This design comes from an exercise in tuning for small area, a short achievable clock period and few clock cycles per item on the open sky130 flow, not from production work.
Function was checked by simulation only, so behaviour that the tests miss may differ from the original.

==> inputs of v18 <==
==> flow/design.v (excerpt) <==
module ustep_ref (
    input  wire               clk,
    input  wire               rst,
    input  wire               in_valid,
    output wire               in_ready,
    input  wire        [25:0] in_pos,         
    input  wire        [1:0]  in_target,      
    input  wire        [11:0] in_run,
    input  wire        [11:0] in_hold,
    input  wire        [11:0] in_boost,
    input  wire        [7:0]  in_slew,
    input  wire               in_reverse,
    input  wire        [9:0]  in_phase_ofs,
    output reg                out_valid,
    output reg  signed [15:0] out_iref1,
    output reg  signed [15:0] out_iref2,
    output reg         [11:0] out_scale
);
    assign in_ready = 1'b1;
    reg [11:0] target_scale;
    always @(*) begin
        case (in_target)
            2'd1:    target_scale = in_hold;
            2'd2:    target_scale = in_run;
            2'd3:    target_scale = (in_boost == 12'd0) ? in_run : in_boost;
  ...
==> module ustep_ref, before the edit <==
module ustep_ref (
    input  wire               clk,
    input  wire               rst,
    input  wire               in_valid,
    output wire               in_ready,
    input  wire        [25:0] in_pos,         
    input  wire        [1:0]  in_target,      
    input  wire        [11:0] in_run,
    input  wire        [11:0] in_hold,
    input  wire        [11:0] in_boost,
    input  wire        [7:0]  in_slew,
    input  wire               in_reverse,
    input  wire        [9:0]  in_phase_ofs,
    output reg                out_valid,
    output reg  signed [15:0] out_iref1,
    output reg  signed [15:0] out_iref2,
    output reg         [11:0] out_scale
);
    assign in_ready = 1'b1;
    reg [11:0] target_scale;
    always @(*) begin
        case (in_target)
            2'd1:    target_scale = in_hold;
            2'd2:    target_scale = in_run;
            2'd3:    target_scale = (in_boost == 12'd0) ? in_run : in_boost;
            default: target_scale = 12'd0;
        endcase
    end
    reg        s0_valid;
    reg [13:0] s0_pos;        
    reg        s0_cin;        
    reg [9:0]  s0_ofs;
    reg [11:0] s0_tscale;
    reg        s0_off;
    reg [7:0]  s0_slew;
    always @(posedge clk) begin
        if (rst)
            s0_valid <= 1'b0;
        else
            s0_valid <= in_valid;
        s0_pos    <= in_reverse ? ~in_pos[25:12] : in_pos[25:12];
        s0_cin    <= in_reverse & (in_pos[11:0] == 12'd0);
        s0_ofs    <= in_phase_ofs;
        s0_tscale <= target_scale;
        s0_off    <= (in_target == 2'd0);
        s0_slew   <= in_slew;
    end
    reg        energised;
    reg [11:0] eff_scale;
    wire [12:0] eff_up   = {1'b0, eff_scale} + {5'd0, s0_slew};
    wire [12:0] eff_down = {1'b0, eff_scale} - {5'd0, s0_slew};
    reg [11:0] next_scale;
    always @(*) begin
        if (s0_off)
            next_scale = 12'd0;
        else if (!energised || s0_slew == 8'd0)
            next_scale = s0_tscale;
        else if (s0_tscale > eff_scale)
            next_scale = (eff_up >= {1'b0, s0_tscale}) ? s0_tscale : eff_up[11:0];
        else if (s0_tscale < eff_scale)
            next_scale = (eff_down[12] || eff_down[11:0] <= s0_tscale) ? s0_tscale
                                                                        : eff_down[11:0];
        else
            next_scale = eff_scale;
    end
    always @(posedge clk) begin
        if (rst) begin
            energised <= 1'b0;
            eff_scale <= 12'd0;
        end else if (s0_valid) begin
            energised <= !s0_off;
            eff_scale <= next_scale;
        end
    end
    wire [14:0] pos_c = {s0_pos, 1'b1} + {s0_ofs, 4'd0, s0_cin};
    wire [13:0] x     = pos_c[14:1];
    wire [4:0]  f     = {1'b0, x[3:0]};
    wire [7:0] d_sin, d_cos;
    ustep_sine_d rom_d_sin (.addr(x[11:4]),  .d(d_sin));
    ustep_sine_d rom_d_cos (.addr(~x[11:4]), .d(d_cos));
    wire [12:0] p_sin = d_sin * f + 13'd8;
    wire [12:0] p_cos = d_cos * (5'd16 - f) + 13'd8;
    reg        s1_valid;
    reg [13:4] s1_x;
    reg [7:0]  s1_step_sin, s1_step_cos;
    always @(posedge clk) begin
        if (rst)
            s1_valid <= 1'b0;
        else
            s1_valid <= s0_valid;
        s1_x        <= x[13:4];
        s1_step_sin <= p_sin[11:4];
        s1_step_cos <= p_cos[11:4];
    end
    wire [1:0] quad  = s1_x[13:12];
    wire [7:0] m1    = s1_x[11:4] ^ {8{quad[0]}};
    wire [7:0] step1 = quad[0] ? s1_step_cos : s1_step_sin;
    wire [7:0] step2 = quad[0] ? s1_step_sin : s1_step_cos;
    wire [14:0] q1, q2;
    ustep_sine_q rom_q1 (.addr(m1),  .q(q1));
    ustep_sine_q rom_q2 (.addr(~m1), .q(q2));
    wire [14:0] v1 = q1 + step1;
    wire [14:0] v2 = q2 + step2;
    wire        n1 = quad[1];
    wire        n2 = quad[1] ^ quad[0];
    reg               s2_valid;
    reg [14:0]        s2_w1, s2_w2;    
    reg               s2_n1, s2_n2;
    reg [11:0]        s2_scale;
    always @(posedge clk) begin
        if (rst)
            s2_valid <= 1'b0;
        else
            s2_valid <= s1_valid;
        s2_w1    <= v1 ^ {15{n1}};
        s2_w2    <= v2 ^ {15{n2}};
        s2_n1    <= n1;
        s2_n2    <= n2;
        s2_scale <= eff_scale;
    end
    wire [15:0] i1, i2;
    ustep_scale scale_1 (.e(s2_scale), .w(s2_w1), .neg(s2_n1), .iref(i1));
    ustep_scale scale_2 (.e(s2_scale), .w(s2_w2), .neg(s2_n2), .iref(i2));
    always @(posedge clk) begin
        if (rst)
            out_valid <= 1'b0;
        else
            out_valid <= s2_valid;
        out_iref1 <= i1;
        out_iref2 <= i2;
        out_scale <= s2_scale;
    end
endmodule
Settings: LEC_CHECK=0, ABC_AREA=1, CAP_MARGIN=20, CORE_MARGIN=2, CORE_UTILIZATION=30, SLEW_MARGIN=60, SYNTH_MEMORY_MAX_BITS=65536; clock period 22.0 ns.
run.sh (not shown) runs the stock make flow with config.mk's settings and CLKGATE_MAP_FILE= SYNTH_SCRIPT=/design/flow/synth_recipe.tcl, a recipe that flattens the netlist after the stock synthesis.
==> v29 (differences from v18) <==
--- a/flow/design.v
+++ b/flow/design.v
@@ -551,11 +551,4 @@
     assign in_ready = 1'b1;
-    reg [11:0] target_scale;
-    always @(*) begin
-        case (in_target)
-            2'd1:    target_scale = in_hold;
-            2'd2:    target_scale = in_run;
-            2'd3:    target_scale = (in_boost == 12'd0) ? in_run : in_boost;
-            default: target_scale = 12'd0;
-        endcase
-    end
+    wire [11:0] target_sel = in_target[1] ? (in_target[0] ? in_boost : in_run) : in_hold;
+    wire        boost_run  = (in_target == 2'd3) && (in_boost == 12'd0);
     reg        s0_valid;
@@ -564,3 +557,4 @@
     reg [9:0]  s0_ofs;
-    reg [11:0] s0_tscale;
+    reg [11:0] s0_tsel;       
+    reg [11:0] s0_trun;       
     reg        s0_off;
@@ -575,3 +569,4 @@
         s0_ofs    <= in_phase_ofs;
-        s0_tscale <= target_scale;
+        s0_tsel   <= target_sel;
+        s0_trun   <= in_run & {12{boost_run}};
         s0_off    <= (in_target == 2'd0);
@@ -581,2 +576,3 @@
     reg [11:0] eff_scale;
+    wire [11:0] s0_tscale = s0_tsel | s0_trun;
     wire [12:0] eff_up   = {1'b0, eff_scale} + {5'd0, s0_slew};
@@ -608,11 +604,14 @@
     wire [13:0] x     = pos_c[14:1];
-    wire [4:0]  f     = {1'b0, x[3:0]};
-    wire [7:0] d_sin, d_cos;
-    ustep_sine_d rom_d_sin (.addr(x[11:4]),  .d(d_sin));
-    ustep_sine_d rom_d_cos (.addr(~x[11:4]), .d(d_cos));
-    wire [12:0] p_sin = d_sin * f + 13'd8;
-    wire [12:0] p_cos = d_cos * (5'd16 - f) + 13'd8;
+    wire [7:0]  m1 = x[11:4] ^ {8{x[12]}};
+    wire [14:0] q1, q2;
+    wire [7:0]  d1, d2;
+    ustep_sine_q rom_q1 (.addr(m1),  .q(q1));
+    ustep_sine_q rom_q2 (.addr(~m1), .q(q2));
+    ustep_sine_d rom_d1 (.addr(m1),  .d(d1));
+    ustep_sine_d rom_d2 (.addr(~m1), .d(d2));
     reg        s1_valid;
-    reg [13:4] s1_x;
-    reg [7:0]  s1_step_sin, s1_step_cos;
+    reg [1:0]  s1_quad;
+    reg [3:0]  s1_f;
+    reg [14:0] s1_q1, s1_q2;
+    reg [7:0]  s1_d1, s1_d2;
     always @(posedge clk) begin
@@ -622,17 +621,17 @@
             s1_valid <= s0_valid;
-        s1_x        <= x[13:4];
-        s1_step_sin <= p_sin[11:4];
-        s1_step_cos <= p_cos[11:4];
+        s1_quad <= x[13:12];
+        s1_f    <= x[3:0];
+        s1_q1   <= q1;
+        s1_q2   <= q2;
+        s1_d1   <= d1;
+        s1_d2   <= d2;
     end
-    wire [1:0] quad  = s1_x[13:12];
-    wire [7:0] m1    = s1_x[11:4] ^ {8{quad[0]}};
-    wire [7:0] step1 = quad[0] ? s1_step_cos : s1_step_sin;
-    wire [7:0] step2 = quad[0] ? s1_step_sin : s1_step_cos;
-    wire [14:0] q1, q2;
-    ustep_sine_q rom_q1 (.addr(m1),  .q(q1));
-    ustep_sine_q rom_q2 (.addr(~m1), .q(q2));
-    wire [14:0] v1 = q1 + step1;
-    wire [14:0] v2 = q2 + step2;
-    wire        n1 = quad[1];
-    wire        n2 = quad[1] ^ quad[0];
+    wire [1:0]  quad = s1_quad;
+    wire [4:0]  f    = {1'b0, s1_f};
+    wire [4:0]  g1   = quad[0] ? 5'd16 - f : f;
+    wire [4:0]  g2   = quad[0] ? f : 5'd16 - f;
+    wire [18:0] v1   = {s1_q1, 4'd0} + s1_d1 * g1 + 19'd8;
+    wire [18:0] v2   = {s1_q2, 4'd0} + s1_d2 * g2 + 19'd8;
+    wire        n1   = quad[1];
+    wire        n2   = quad[1] ^ quad[0];
     reg               s2_valid;
@@ -646,4 +645,4 @@
             s2_valid <= s1_valid;
-        s2_w1    <= v1 ^ {15{n1}};
-        s2_w2    <= v2 ^ {15{n2}};
+        s2_w1    <= v1[18:4] ^ {15{n1}};
+        s2_w2    <= v2[18:4] ^ {15{n2}};
         s2_n1    <= n1;
==> flow/flow/run.sh (new file) <==
#!/bin/bash
# The standard layout (standard.sh), with one change: the input and
# output port buffers are buf_2 cells instead of buffer_ports' default pick
# (clkdlybuf4s50_1), which is larger and slower. The whole ORFS output goes
# to standard.log in the work folder.
set -euo pipefail
export BUFFER_PORTS_ARGS="-buffer_cell sky130_fd_sc_hd__buf_2"
bash standard.sh > standard.log 2>&1
==> flow/standard.sh (new file) <==
#!/bin/bash
# synth_recipe.tcl (not shown) runs the flow's synth.tcl, then flattens the netlist and writes it again
# the make line also repeats each setting of config.mk as NAME=value (left out here)
make -C /OpenROAD-flow-scripts/flow DESIGN_CONFIG=/design/flow/config.mk WORK_HOME=/design/flow/orfs CLKGATE_MAP_FILE= SYNTH_SCRIPT=/design/flow/synth_recipe.tcl "${@:-finish}"
--- a/flow/config.mk
+++ b/flow/config.mk
@@ -10,3 +10,3 @@
 export CORE_MARGIN = 2
-export CORE_UTILIZATION = 30
+export CORE_UTILIZATION = 40
 export SLEW_MARGIN = 60
removed: flow/run.sh
==> v38 (differences from v18) <==
--- a/flow/design.v
+++ b/flow/design.v
@@ -551,11 +551,4 @@
     assign in_ready = 1'b1;
-    reg [11:0] target_scale;
-    always @(*) begin
-        case (in_target)
-            2'd1:    target_scale = in_hold;
-            2'd2:    target_scale = in_run;
-            2'd3:    target_scale = (in_boost == 12'd0) ? in_run : in_boost;
-            default: target_scale = 12'd0;
-        endcase
-    end
+    wire [11:0] target_sel = in_target[1] ? (in_target[0] ? in_boost : in_run) : in_hold;
+    wire        boost_run  = (in_target == 2'd3) && (in_boost == 12'd0);
     reg        s0_valid;
@@ -564,3 +557,4 @@
     reg [9:0]  s0_ofs;
-    reg [11:0] s0_tscale;
+    reg [11:0] s0_tsel;       
+    reg [11:0] s0_trun;       
     reg        s0_off;
@@ -575,3 +569,4 @@
         s0_ofs    <= in_phase_ofs;
-        s0_tscale <= target_scale;
+        s0_tsel   <= target_sel;
+        s0_trun   <= in_run & {12{boost_run}};
         s0_off    <= (in_target == 2'd0);
@@ -581,2 +576,3 @@
     reg [11:0] eff_scale;
+    wire [11:0] s0_tscale = s0_tsel | s0_trun;
     wire [12:0] eff_up   = {1'b0, eff_scale} + {5'd0, s0_slew};
@@ -608,11 +604,14 @@
     wire [13:0] x     = pos_c[14:1];
-    wire [4:0]  f     = {1'b0, x[3:0]};
-    wire [7:0] d_sin, d_cos;
-    ustep_sine_d rom_d_sin (.addr(x[11:4]),  .d(d_sin));
-    ustep_sine_d rom_d_cos (.addr(~x[11:4]), .d(d_cos));
-    wire [12:0] p_sin = d_sin * f + 13'd8;
-    wire [12:0] p_cos = d_cos * (5'd16 - f) + 13'd8;
+    wire [7:0]  m1 = x[11:4] ^ {8{x[12]}};
+    wire [14:0] q1, q2;
+    wire [7:0]  d1, d2;
+    ustep_sine_q rom_q1 (.addr(m1),  .q(q1));
+    ustep_sine_q rom_q2 (.addr(~m1), .q(q2));
+    ustep_sine_d rom_d1 (.addr(m1),  .d(d1));
+    ustep_sine_d rom_d2 (.addr(~m1), .d(d2));
     reg        s1_valid;
-    reg [13:4] s1_x;
-    reg [7:0]  s1_step_sin, s1_step_cos;
+    reg [1:0]  s1_quad;
+    reg [3:0]  s1_f;
+    reg [14:0] s1_q1, s1_q2;
+    reg [7:0]  s1_d1, s1_d2;
     always @(posedge clk) begin
@@ -622,17 +621,17 @@
             s1_valid <= s0_valid;
-        s1_x        <= x[13:4];
-        s1_step_sin <= p_sin[11:4];
-        s1_step_cos <= p_cos[11:4];
+        s1_quad <= x[13:12];
+        s1_f    <= x[3:0];
+        s1_q1   <= q1;
+        s1_q2   <= q2;
+        s1_d1   <= d1;
+        s1_d2   <= d2;
     end
-    wire [1:0] quad  = s1_x[13:12];
-    wire [7:0] m1    = s1_x[11:4] ^ {8{quad[0]}};
-    wire [7:0] step1 = quad[0] ? s1_step_cos : s1_step_sin;
-    wire [7:0] step2 = quad[0] ? s1_step_sin : s1_step_cos;
-    wire [14:0] q1, q2;
-    ustep_sine_q rom_q1 (.addr(m1),  .q(q1));
-    ustep_sine_q rom_q2 (.addr(~m1), .q(q2));
-    wire [14:0] v1 = q1 + step1;
-    wire [14:0] v2 = q2 + step2;
-    wire        n1 = quad[1];
-    wire        n2 = quad[1] ^ quad[0];
+    wire [1:0]  quad = s1_quad;
+    wire [4:0]  f    = {1'b0, s1_f};
+    wire [4:0]  g1   = quad[0] ? 5'd16 - f : f;
+    wire [4:0]  g2   = quad[0] ? f : 5'd16 - f;
+    wire [18:0] v1   = {s1_q1, 4'd0} + s1_d1 * g1 + 19'd8;
+    wire [18:0] v2   = {s1_q2, 4'd0} + s1_d2 * g2 + 19'd8;
+    wire        n1   = quad[1];
+    wire        n2   = quad[1] ^ quad[0];
     reg               s2_valid;
@@ -646,4 +645,4 @@
             s2_valid <= s1_valid;
-        s2_w1    <= v1 ^ {15{n1}};
-        s2_w2    <= v2 ^ {15{n2}};
+        s2_w1    <= v1[18:4] ^ {15{n1}};
+        s2_w2    <= v2[18:4] ^ {15{n2}};
         s2_n1    <= n1;
==> flow/flow/run.sh (new file) <==
#!/bin/bash
set -e
export BUFFER_PORTS_ARGS="-buffer_cell sky130_fd_sc_hd__buf_4"
bash standard.sh > standard.log 2>&1
==> flow/standard.sh (new file) <==
#!/bin/bash
# synth_recipe.tcl (not shown) runs the flow's synth.tcl, then flattens the netlist and writes it again
# the make line also repeats each setting of config.mk as NAME=value (left out here)
make -C /OpenROAD-flow-scripts/flow DESIGN_CONFIG=/design/flow/config.mk WORK_HOME=/design/flow/orfs CLKGATE_MAP_FILE= SYNTH_SCRIPT=/design/flow/synth_recipe.tcl "${@:-finish}"
--- a/flow/config.mk
+++ b/flow/config.mk
@@ -10,3 +10,3 @@
 export CORE_MARGIN = 2
-export CORE_UTILIZATION = 30
+export CORE_UTILIZATION = 55
 export SLEW_MARGIN = 60
removed: flow/run.sh
==> summary.txt <==
Final layout
  • Proportion of layout cells with a drive suffix above 1: 0.0666

Detailed routing
  • Pre-Repair DR Iteration Count: 7
  • DR WL/cell: 23.1 um

Yosys
  • Largest family of logic cells by synthesized area: adder cells
  • Mapped Nets: 4943

Run status
  • Outcome: timing/DRC/antenna clean
The numbers above come from v18.

==> summary.txt <==
Timing
  • Hold WS: 0.352 ns

Yosys
  • Largest family of logic cells by synthesized area: simple AND/OR/NAND/NOR gates
  • Mapped Nets: 5255

Detailed routing
  • Pre-Repair DR Iteration Count: 9
  • DR WL/cell: 23.0 um

Setup path
  • Family with the most delay on the worst path: adder cells
  • Crit path to: out_iref1[8]

Run status
  • Outcome: timing/DRC/antenna clean

Final layout
  • Proportion of layout cells with a drive suffix above 1: 0.0748
The numbers above come from v38.

==> summary.txt <==
Run status
  • Outcome: timing/DRC/antenna clean

Detailed routing
  • Pre-Repair DR Iteration Count: 6

Yosys
  • Largest family of logic cells by synthesized area: simple AND/OR/NAND/NOR gates
  • Mapped Nets: 5255

Final layout
  • Proportion of layout cells with a drive suffix above 1: 0.0770

Setup path
  • Origin of the critical flop-to-flop path: s2_w1[9]
The numbers above come from v29.

Testbench counts of v18, summed over its fixed seeds: cycles 24,032, items 24,000.
Testbench counts of v29, summed over its fixed seeds: cycles 24,032, items 24,000.
Testbench counts of v38, summed over its fixed seeds: cycles 24,032, items 24,000.

separate check: timing with driven ports:
Ports are ideal in the flow. The routed layouts listed here were re-timed in OpenROAD. Step 1: set_driving_cell puts a clkbuf_16 on clk and a buf_2 on each other input, an assumption about the parent block. Step 2 times the ports against the registers' clock, not the clock port: input delays grow and output delays shrink by t, the midpoint of the rising clock arrivals with the driver on. Three values: ideal ports, drivers, drivers and shift; two values: the first two.
| run | t (ns) | slack for setup (ns) | hold slack, ns | worst setup path at the end |
|---|---|---|---|---|
| v18 | 0.577 | 14.994 / 14.994 / 14.994 | 0.353 / 0.353 / 0.353 | register to register |
| v29 | 0.662 | 16.515 / 16.445 / 16.021 | 0.355 / 0.355 / 0.355 | input to register |
| v38 | 0.635 | 16.484 / 16.444 / 16.061 | 0.352 / 0.352 / 0.352 | input to register |
After both steps setup and hold are still met in every run listed. For v29, which loses most, drivers alone change the setup slack by -0.070 ns; drivers and shift together by -0.494 ns.
